This is an optimization exercise on Yosys and OpenROAD, whose aim is small area and a short achievable clock period, not a production implementation.
At most, simulation tests tie the RTL to the original design; equivalence was not proved.

==> onyx <==
## tim_domains
module tim_domains (
    input  wire        clk,
    input  wire        rst,             
    input  wire        cmd_valid,
    input  wire [2:0]  cmd_op,
    input  wire        cmd_dom,
    input  wire [77:0] cmd_data,
    input  wire        rd_dom,
    output wire [47:0] rd_sec,
    output wire [29:0] rd_ns,
    output wire [31:0] rd_frac,
    output wire [31:0] rd_rate,
    output wire        rd_valid,
    output wire        rd_holdover,
    output wire        rd_slewing,
    output wire [23:0] rd_slew_left,    
    output wire [31:0] rd_steps,
    output wire [31:0] rd_jumps_refused,
    output wire [31:0] rd_hold_refused
);
==> module tim_domain, before the edit <==
module tim_domain (
    input  wire        clk,
    input  wire        rst,           
    input  wire        w_time,        
    input  wire [47:0] x_sec,
    input  wire [29:0] x_ns,
    input  wire        w_load,        
    input  wire        w_pstep,       
    input  wire        w_slew,        
    input  wire [29:0] x_slew_hi,
    input  wire        w_slew_lo0,    
    input  wire        w_rate,
    input  wire [24:0] x_rate,
    input  wire        w_valid,
    input  wire        x_valid,
    input  wire        w_hold,
    input  wire        x_hold,
    input  wire        w_pend,
    input  wire        x_pend_set,
    input  wire [77:0] x_pend_data,
    input  wire        w_thr,
    input  wire [26:0] x_thr,
    input  wire        w_sstep,
    input  wire [22:0] x_sstep,
    input  wire        w_steps,
    input  wire        w_href,
    input  wire [31:0] x_cnt_a,       
    input  wire        w_jref,
    input  wire [31:0] x_cnt_b,       
    output reg  [47:0] sec,
    output reg  [29:0] ns,
    output reg  [31:0] frac,
    output reg  [24:0] rate,          
    output reg         valid,
    output reg         hold,
    output reg  [61:0] slew,
    output reg  [31:0] steps,
    output reg  [31:0] jumps_refused,
    output reg  [31:0] hold_refused,
    output reg  [26:0] thr125,        
    output reg         pend_set,
    output reg  [77:0] pend_data,
    output wire [61:0] slew_a,        
    output wire        slew_a_lnz,    
    output wire [31:0] adv_frac,      
    output wire [1:0]  adv_e,         
    output wire [31:0] p2_frac,       
    output wire [31:0] p2_r,          
    output wire [23:0] slew_ceil,     
    output wire        slew_nz
);
    reg  [22:0] sstep;
    wire [23:0] s_full = {sstep, 1'b0};
    wire [23:0] sl_lo;
    wire        sl_ge;                                   
    td_add #(.W(24), .ARCH(1)) u_slo (.a(slew[23:0]), .b(~s_full), .ci(1'b1), .s(sl_lo), .co(sl_ge));
    wire        sl_hz = (slew[61:24] == 38'd0);
    wire        sl_lt = sl_hz && !sl_ge;                 
    reg  [37:0] sl_hi;
    reg         bw;
    integer     i;
    always @* begin
        bw = !sl_ge;
        for (i = 0; i < 38; i = i + 1) begin
            sl_hi[i] = slew[24 + i] ^ bw;
            bw       = bw & !slew[24 + i];
        end
    end
    assign slew_a = sl_lt ? 62'd0 : {sl_hi, sl_lo};
    assign slew_a_lnz = slew_a[31:0] != 32'd0;
    wire [23:0] absorb = sl_lt ? slew[23:0] : s_full;
    wire [33:0] f_x = {2'b00, frac};
    wire [33:0] f_y = {{9{rate[24]}}, rate};
    wire [33:0] f_z = ~{10'd0, absorb};
    wire [33:0] f_s = f_x ^ f_y ^ f_z;
    wire [33:0] f_c = {(f_x[32:0] & f_y[32:0]) | (f_x[32:0] & f_z[32:0]) | (f_y[32:0] & f_z[32:0]), 1'b1};
    wire [33:0] f;
    td_add #(.W(34), .ARCH(1)) u_f (.a(f_s), .b(f_c), .ci(1'b0), .s(f), .co());
    assign adv_frac = f[31:0];
    assign adv_e    = 2'd2 + f[33:32];
    wire [2:0]  ns_lo = {1'b0, ns[1:0]} + {1'b0, adv_e};
    wire        wrap  = ns_lo[2] && (ns[29:2] == 28'd249999999);
    reg  [27:0] ns_up;
    reg  [47:0] sec_up;
    reg         cy1, cy2;
    integer     i1, i2;
    always @* begin
        cy1 = ns_lo[2];
        for (i1 = 0; i1 < 28; i1 = i1 + 1) begin
            ns_up[i1] = ns[2 + i1] ^ cy1;
            cy1       = cy1 & ns[2 + i1];
        end
    end
    always @* begin
        cy2 = wrap;
        for (i2 = 0; i2 < 48; i2 = i2 + 1) begin
            sec_up[i2] = sec[i2] ^ cy2;
            cy2        = cy2 & sec[i2];
        end
    end
    wire [29:0] adv_ns = wrap ? {28'd0, ns_lo[1:0]} : {ns_up, ns_lo[1:0]};
    wire        p2_nb;                                    
    td_add #(.W(32), .ARCH(1)) u_p2 (.a(f[31:0]), .b(~slew_a[31:0]), .ci(1'b1), .s(p2_frac), .co(p2_nb));
    wire        bl    = !sl_lt && (slew[31:24] == 8'd0) && !sl_ge;
    wire [31:0] nh    = ~{2'b00, slew[61:32]};
    wire [2:0]  r_add = 3'd3 + {f[33], f[33:32]} + {2'd0, bl} - {2'd0, !p2_nb};
    wire [3:0]  r_lo  = {1'b0, nh[2:0]} + {1'b0, r_add};
    reg  [28:0] nh_up;
    reg         cy3;
    integer     i3;
    always @* begin
        cy3 = 1'b1;
        for (i3 = 0; i3 < 29; i3 = i3 + 1) begin
            nh_up[i3] = nh[3 + i3] ^ cy3;
            cy3       = cy3 & nh[3 + i3];
        end
    end
    assign p2_r = {r_lo[3] ? nh_up : nh[31:3], r_lo[2:0]};
    reg  [23:0] ceil_up;
    reg         cy4;
    integer     i4;
    always @* begin
        cy4 = slew[37:0] != 38'd0;
        for (i4 = 0; i4 < 24; i4 = i4 + 1) begin
            ceil_up[i4] = slew[38 + i4] ^ cy4;
            cy4         = cy4 & slew[38 + i4];
        end
    end
    assign slew_ceil = ceil_up;
    assign slew_nz   = slew != 62'd0;
    always @(posedge clk) begin
        if (w_time) begin
            sec <= x_sec;
            ns  <= x_ns;
        end else begin
            sec <= sec_up;
            ns  <= adv_ns;
        end
        frac        <= w_load ? 32'd0 : w_pstep ? p2_frac : adv_frac;
        slew[61:32] <= w_slew ? x_slew_hi : slew_a[61:32];
        slew[31:0]  <= w_slew_lo0 ? 32'd0 : slew_a[31:0];
        if (w_rate)  rate          <= x_rate;
        if (w_valid) valid         <= x_valid;
        if (w_hold)  hold          <= x_hold;
        if (w_steps) steps         <= x_cnt_a;
        if (w_href)  hold_refused  <= x_cnt_a;
        if (w_jref)  jumps_refused <= x_cnt_b;
        if (w_thr)   thr125        <= x_thr;
        if (w_sstep) sstep         <= x_sstep;
    end
    always @(posedge clk) begin
        if (w_pend && !rst) begin
            pend_set  <= x_pend_set;
            pend_data <= x_pend_data;
        end
    end
endmodule
==> flow/config.mk <==
export PLATFORM = sky130hd
export DESIGN_NAME = tim_domains
export DESIGN_NICKNAME = tim_domains
export VERILOG_FILES = /design/flow/design.v
export SDC_FILE = /design/flow/constraint.sdc
export NUM_CORES = 4
export LEC_CHECK = 0
export CAP_MARGIN = 20
export CORE_MARGIN = 2
export CORE_UTILIZATION = 40
export PLACE_DENSITY = 0.75
export SLEW_MARGIN = 20
==> flow/constraint.sdc <==
create_clock -name core_clock -period 45.0 [get_ports {clk}]
set_input_delay 9.0000 -clock core_clock [delete_from_list [all_inputs] [get_ports {clk}]]
set_output_delay 9.0000 -clock core_clock [all_outputs]
set_load 0.01 [all_outputs]
standard.sh (not shown) runs the stock make flow with config.mk's settings and CLKGATE_MAP_FILE= SYNTH_SCRIPT=/design/flow/synth_recipe.tcl, a recipe that flattens the netlist after the stock synthesis.
==> flow/flow/run.sh <==
#!/bin/bash
# The standard layout (standard.sh, all steps, its own synthesis), with
# two changes:
# - the buffer that ORFS puts on every input and output port is a plain
#   sky130_fd_sc_hd__buf_2 rather than the cell buffer_ports picks by itself
#   (a clkdlybuf4s50_1 delay buffer, 0.5 ns on every port);
# - ORFS's timing repair aims for SETUP_SLACK_MARGIN ns of setup slack on
#   the worst path (TNS_END_PERCENT 0: the worst path only), so that it also
#   shortens the paths that set the achieved period.
# The clock, its period and all constraints are the standard flow's, unchanged. make's
# output goes to standard.log, each tool's to orfs/logs/.
set -euo pipefail
bash standard.sh "BUFFER_PORTS_ARGS=-buffer_cell sky130_fd_sc_hd__buf_2" \
    SETUP_SLACK_MARGIN=26 TNS_END_PERCENT=0 finish > standard.log 2>&1
==> inputs of fjord, as changes to onyx <==
--- a/flow/config.mk
+++ b/flow/config.mk
@@ -8,5 +8,4 @@
 export CAP_MARGIN = 20
 export CORE_MARGIN = 2
-export CORE_UTILIZATION = 40
-export PLACE_DENSITY = 0.75
+export CORE_UTILIZATION = 50
 export SLEW_MARGIN = 20
==> inputs of yarrow, as changes to onyx <==
--- a/flow/design.v
+++ b/flow/design.v
@@ -100,9 +100,14 @@
     end
     wire [29:0] adv_ns = wrap ? {28'd0, ns_lo[1:0]} : {ns_up, ns_lo[1:0]};
-    wire        p2_nb;                                    
-    td_add #(.W(32), .ARCH(1)) u_p2 (.a(f[31:0]), .b(~slew_a[31:0]), .ci(1'b1), .s(p2_frac), .co(p2_nb));
-    wire        bl    = !sl_lt && (slew[31:24] == 8'd0) && !sl_ge;
+    wire [33:0] g_x = {2'b00, frac};
+    wire [33:0] g_y = {{9{rate[24]}}, rate};
+    wire [33:0] g_z = ~{2'b00, slew[31:0]};
+    wire [33:0] g_s = g_x ^ g_y ^ g_z;
+    wire [33:0] g_c = {(g_x[32:0] & g_y[32:0]) | (g_x[32:0] & g_z[32:0]) | (g_y[32:0] & g_z[32:0]), 1'b1};
+    wire [33:0] g;
+    td_add #(.W(34), .ARCH(1)) u_g (.a(g_s), .b(g_c), .ci(1'b0), .s(g), .co());
+    assign p2_frac = g[31:0];
     wire [31:0] nh    = ~{2'b00, slew[61:32]};
-    wire [2:0]  r_add = 3'd3 + {f[33], f[33:32]} + {2'd0, bl} - {2'd0, !p2_nb};
+    wire [2:0]  r_add = 3'd3 + {g[33], g[33:32]};
     wire [3:0]  r_lo  = {1'b0, nh[2:0]} + {1'b0, r_add};
     reg  [28:0] nh_up;
==> flow/run.sh (new file) <==
#!/bin/bash
# synth_recipe.tcl (not shown) runs the flow's synth.tcl, then flattens the netlist and writes it again
# the make line also repeats each setting of config.mk as NAME=value (left out here)
make -C /OpenROAD-flow-scripts/flow DESIGN_CONFIG=/design/flow/config.mk WORK_HOME=/design/flow/orfs CLKGATE_MAP_FILE= SYNTH_SCRIPT=/design/flow/synth_recipe.tcl finish
--- a/flow/config.mk
+++ b/flow/config.mk
@@ -6,7 +6,6 @@
 export NUM_CORES = 4
 export LEC_CHECK = 0
-export CAP_MARGIN = 20
+export CAP_MARGIN = 70
 export CORE_MARGIN = 2
 export CORE_UTILIZATION = 40
-export PLACE_DENSITY = 0.75
-export SLEW_MARGIN = 20
+export SLEW_MARGIN = 70
removed: flow/flow/run.sh
removed: flow/standard.sh
==> notes <==
Register-to-register slack, lowest first: yarrow, onyx, fjord. Against fjord, the clock-buffer cell count of yarrow is higher by 9. The highest non-clock buffer count belongs to yarrow, the lowest to onyx. Via count: fjord < yarrow < onyx. Against onyx, the worst setup slack of fjord is lower by 0.023 ns. The lowest sequential share of layout area belongs to yarrow, the highest to fjord. In fjord the clock skew is higher than in yarrow, by 0.031 ns. In sequential cell count, fjord and onyx do not differ.
==> figures <==
	yarrow	onyx	fjord
Initial DRC count	4437	5131	5191
Status	timing/DRC/antenna clean	timing/DRC/antenna clean	timing/DRC/antenna clean
Post-CTS setup buffers	0	10	20
Worst setup endpoint	dom[0].u_dom.ns[29]	rd_ns[3]	rd_rate[3]
Post-synthesis net count	8815	8502	8502
Floorplan core area	179000 um^2	176000 um^2	141000 um^2
Minimum clock period	20.37 ns	19.16 ns	19.19 ns
HPWL after detailed placement	189 mm	177 mm	178 mm
Count of cell types in the netlist	97	113	113
Critical R2R Capture	dom[0].u_dom.sec[47]	dom[1].u_dom.ns[29]	dom[0].u_dom.sec[28]
Count of multi-input gates	5337	5147	5153
Via count	56698	56915	56211
Met3 track demand over resource in global routing	3.40%	3.85%	4.85%
Slew of the pin with the lowest slew margin	0.528 ns	1.24 ns	1.11 ns
Placed cell area	80500 um^2	75100 um^2	74600 um^2
The RTL of yarrow was laid out without a check of its function.

re-timing with driven ports:
Ports are ideal in the flow. The routed layouts listed here were re-timed in OpenROAD.
Step 1: set_driving_cell puts a clkbuf_16 on clk and a buf_2 on each other input, an assumption about the parent block.
Step 2, shift: input delay + t, output delay - t, t = (earliest + latest rising clock arrival at the registers) / 2. This alone moves slack from input paths to output paths.
Three values: no drivers, after step 1, after step 2; two values: the first two.
run	t (ns)	setup slack, ns	hold WS [ns]	cell pins on the clock port's net
onyx	0.835	25.837 / 25.625 / 25.365	0.592 / 0.592 / 0.592	1
fjord	0.815	25.814 / 25.568 / 25.266	0.542 / 0.542 / 0.542	1
yarrow	0.846	24.631 / 24.630 / 23.797	0.576 / 0.576 / 0.576	1
After both steps setup and hold are still met in every run listed. The setup slack of yarrow, which loses most, moves by -0.001 ns with the drivers and by -0.834 ns with both steps.
